This design comes from an exercise in tuning for small area, a short achievable clock period and few clock cycles per item on the open sky130 flow, not from production work.
At most, simulation tests tie the RTL to the original design; equivalence was not proved.
No activity file was given, so power comes from the tool's default toggle rates.

==> flow/design.v (excerpt) <==
module thoken_dec (
    input  wire        clk,
    input  wire        rst,
    input  wire        start_valid,
    output wire        start_ready,
    input  wire [1:0]  start_bpp,      
    input  wire [15:0] start_bytes,    
    input  wire        in_valid,
    output reg         in_ready,
    input  wire [7:0]  in_data,
    output reg         px_valid,
    output reg  [3:0]  px_data,
    output reg         done,
    output reg         ok
);
Size in the first run: about 1200 flip-flops, about 33000 µm² of cells after synthesis.
export LEC_CHECK = 0
export CAP_MARGIN = 20
export CORE_MARGIN = 2
export CORE_UTILIZATION = 55
export CTS_CLUSTER_DIAMETER = 60
export CTS_CLUSTER_SIZE = 30
export SETUP_SLACK_MARGIN = 3.3
export SLEW_MARGIN = 20
create_clock -name core_clock -period 7.0 [get_ports {clk}]
run.sh (not shown) runs the stock make flow with config.mk's settings and CLKGATE_MAP_FILE= SYNTH_SCRIPT=/design/flow/synth_recipe.tcl, a recipe that flattens the netlist after the stock synthesis.
The baseline passed the timing, design-rule and antenna checks.
Testbench counts at the start, summed over its fixed seeds: cycles 1,179,857, items 1,179,648.
==> next run, changes <==
--- a/flow/design.v
+++ b/flow/design.v
@@ -101,68 +101,82 @@
         zh = 9'd0;
         z  = 4'd0;
         for (k = 8; k >= 0; k = k - 1)
             if (seg[k]) begin
                 zh = 9'd1 << k;
                 z  = k;
             end
     end
     wire znone = (seg == 9'd0);
-    reg [4:0] pre;
+    wire [8:0] zs = zapp ? zh : 9'd1;
+    reg [3:0] pre;
     always @(*) begin
-        if (c_fill)      pre = 5'd2;
-        else if (c_rlit) pre = b1 ? 5'd3 : b2 ? 5'd4 : 5'd6;
-        else if (c_rrun) pre = seg[0] ? (b1 ? 5'd5 : b2 ? 5'd6 : 5'd8)
-                                      : (b1 ? 5'd4 : b2 ? 5'd5 : 5'd7);
-        else if (is_lit) pre = b1 ? 5'd1 : b2 ? 5'd2 : 5'd4;
-        else if (c_p1)   pre = seg[0] ? (b1 ? 5'd2 : b2 ? 5'd3 : 5'd5)
-                                      : (b1 ? 5'd1 : b2 ? 5'd2 : 5'd4);
-        else             pre = {pz, 1'b1};
+        if (c_fill)      pre = 4'd2;
+        else if (c_rlit) pre = b1 ? 4'd3 : b2 ? 4'd4 : 4'd6;
+        else if (c_rrun) pre = b1 ? 4'd5 : b2 ? 4'd6 : 4'd8;
+        else if (is_lit) pre = b1 ? 4'd1 : b2 ? 4'd2 : 4'd4;
+        else if (c_p1)   pre = b1 ? 4'd2 : b2 ? 4'd3 : 4'd5;
+        else             pre = pz;
     end
     wire bits_ok = (!more && !ibv) ||
                    (is_row ? (wcnt >= 7'd16) :
                     is_lit ? (wcnt >= 7'd4)  :
-                    pv     ? (wcnt >= 7'd17) : (wcnt >= 7'd13));
-    wire [16:0] lfield = w[31:15] >> (5'd16 - {pz, 1'b0});
-    wire [8:0]  plen   = lfield[8:0];
+                    pv     ? (wcnt >= 7'd8)  : (wcnt >= 7'd13));
+    wire [7:0] lbits = w[31:24] >> (4'd8 - pz);
+    wire [8:0] plen  = (9'd1 << pz) | {1'b0, lbits};
     wire complete = c_fill || c_rlit || is_lit || (zapp && seg[0]) || c_p2;
     wire to_p     = zapp && !seg[0] && !znone;
     wire dec      = (state == S_DEC) && bits_ok && (nfree || !complete);
     wire err_z   = zapp && znone;
     wire err_len = c_p2 && (plen > rem);
     wire row_end = c_fill || (c_p2 ? (plen == rem) : (rem == 9'd1));
     wire last_row_end = complete && row_end && (ydec == 8'd255);
     wire       merge = (state == S_DEC) && ibv && !wcnt[6] && (wcnt[5:0] <= 6'd24);
     wire [6:0] wadd  = wcnt + (merge ? 7'd8 : 7'd0);
-    wire [6:0] wleft = wadd - {2'd0, pre};
+    wire [6:0] wbase = wadd - {3'd0, pre};
+    reg  [6:0] wleft;
+    always @(*) begin
+        wleft = 7'd0;
+        for (k = 0; k < 9; k = k + 1)
+            if (zs[k]) wleft = wleft | (wbase - k);
+    end
     wire       ovq   = wcnt[6] && (state == S_DEC || state == S_FIN);
     wire       err   = err_z || err_len;
     wire [31:0] wm  = w | (merge ? ({ib, 24'd0} >> wcnt[4:0]) : 32'd0);
+    reg  [16:0] sh;
+    integer j;
+    always @(*) begin
+        sh = 17'd0;
+        for (j = 1; j < 9; j = j + 1)
+            for (k = 0; k < 9; k = k + 1)
+                if (pre == j && zs[k]) sh[j + k] = 1'b1;
+    end
     reg  [31:0] wz;
     always @(*) begin
         wz = 32'd0;
-        for (k = 1; k < 18; k = k + 1)
-            if (pre == k) wz = wz | (wm << k);
+        for (k = 1; k < 17; k = k + 1)
+            if (sh[k]) wz = wz | (wm << k);
     end
     wire drain_done = !more && (bad || (!cv && !nv)) && !errq && !ovq;
     reg [1:0] state_n;
     always @(*) begin
         state_n = state;
         case (state)
             S_IDLE:  if (start_valid) state_n = S_DEC;
             S_DEC:   if (dec && last_row_end) state_n = S_FIN;
             S_FIN:   state_n = S_DRAIN;
             S_DRAIN: if (drain_done) state_n = S_IDLE;
         endcase
         if (errq || ovq) state_n = S_DRAIN;
     end
     wire more_n = (state == S_IDLE) ? 1'b1 : take ? (nleft != 16'd1) : more;
-    wire room_n = (state == S_IDLE) || (!wadd[6] && wadd[5:0] <= 6'd24);
+    wire room_n = (state == S_IDLE) ? 1'b1 :
+                  dec ? (!wbase[6] && wbase[5:0] <= 6'd24) : (!wadd[6] && wadd[5:0] <= 6'd24);
     wire ibv_n = (state == S_DEC) && (take || (ibv && !merge));
     wire in_ready_n = more_n && (((state_n == S_DEC) && (!ibv_n || room_n)) || (state_n == S_DRAIN));
     wire [7:0] lag_n = (started && !emit) ? lag + 8'd1 : lag;
     always @(posedge clk) begin
         d0 <= {d0[254:0], emit ? px[0] : d0[255]};
         d1 <= {d1[254:0], emit ? px[1] : d1[255]};
         d2 <= {d2[254:0], emit ? px[2] : d2[255]};
         d3 <= {d3[254:0], emit ? px[3] : d3[255]};
     end
Clock skew goes up by 0.015 ns.
First-iteration DRC count goes up by well over a third.
Via count goes up by a quarter to a third.
Critical path depth goes up by 5.
Cell count goes up by about a fifth.
Clock power goes up by a few percent.
Total power goes up by about a fifth.
Flip-flop and latch count does not change.
Wire length goes up by well over a third.
Sequential power goes up slightly.
Core utilization goes up by 4.2 points.
Final area goes up by about a fifth.
Worst setup slack got worse by 0.28 ns.
Die area goes up by a little under a tenth.
The RTL of the second run of this note was laid out without a check of its function.

separate check: timing with driven ports:
Ports are ideal in the flow. The routed layouts listed here were re-timed in OpenROAD. Step 1: set_driving_cell puts a clkbuf_16 on clk and a buf_2 on each other input, an assumption about the parent block. Step 2 also shifts input and output timing later by t, the mid clock arrival at the registers, as if the neighbouring blocks saw the same clock. Three values: no drivers, after step 1, after step 2; two values: the first two.
| run | shift t [ns] | setup slack, ns | hold slack, ns | worst data-port slew with drivers (ns) |
|---|---|---|---|---|
| the first run | 0.696 | 3.388 / 3.388 / 3.133 | 0.325 / 0.325 / 0.325 | 0.12 |
| the second run | 0.706 | 3.105 / 3.105 / 3.068 | 0.314 / 0.314 / 0.314 | 0.09 |
After both steps setup and hold are still met in every run listed. The setup slack of the first run, which loses most, moves by 0.000 ns with the drivers and by -0.255 ns with both steps.
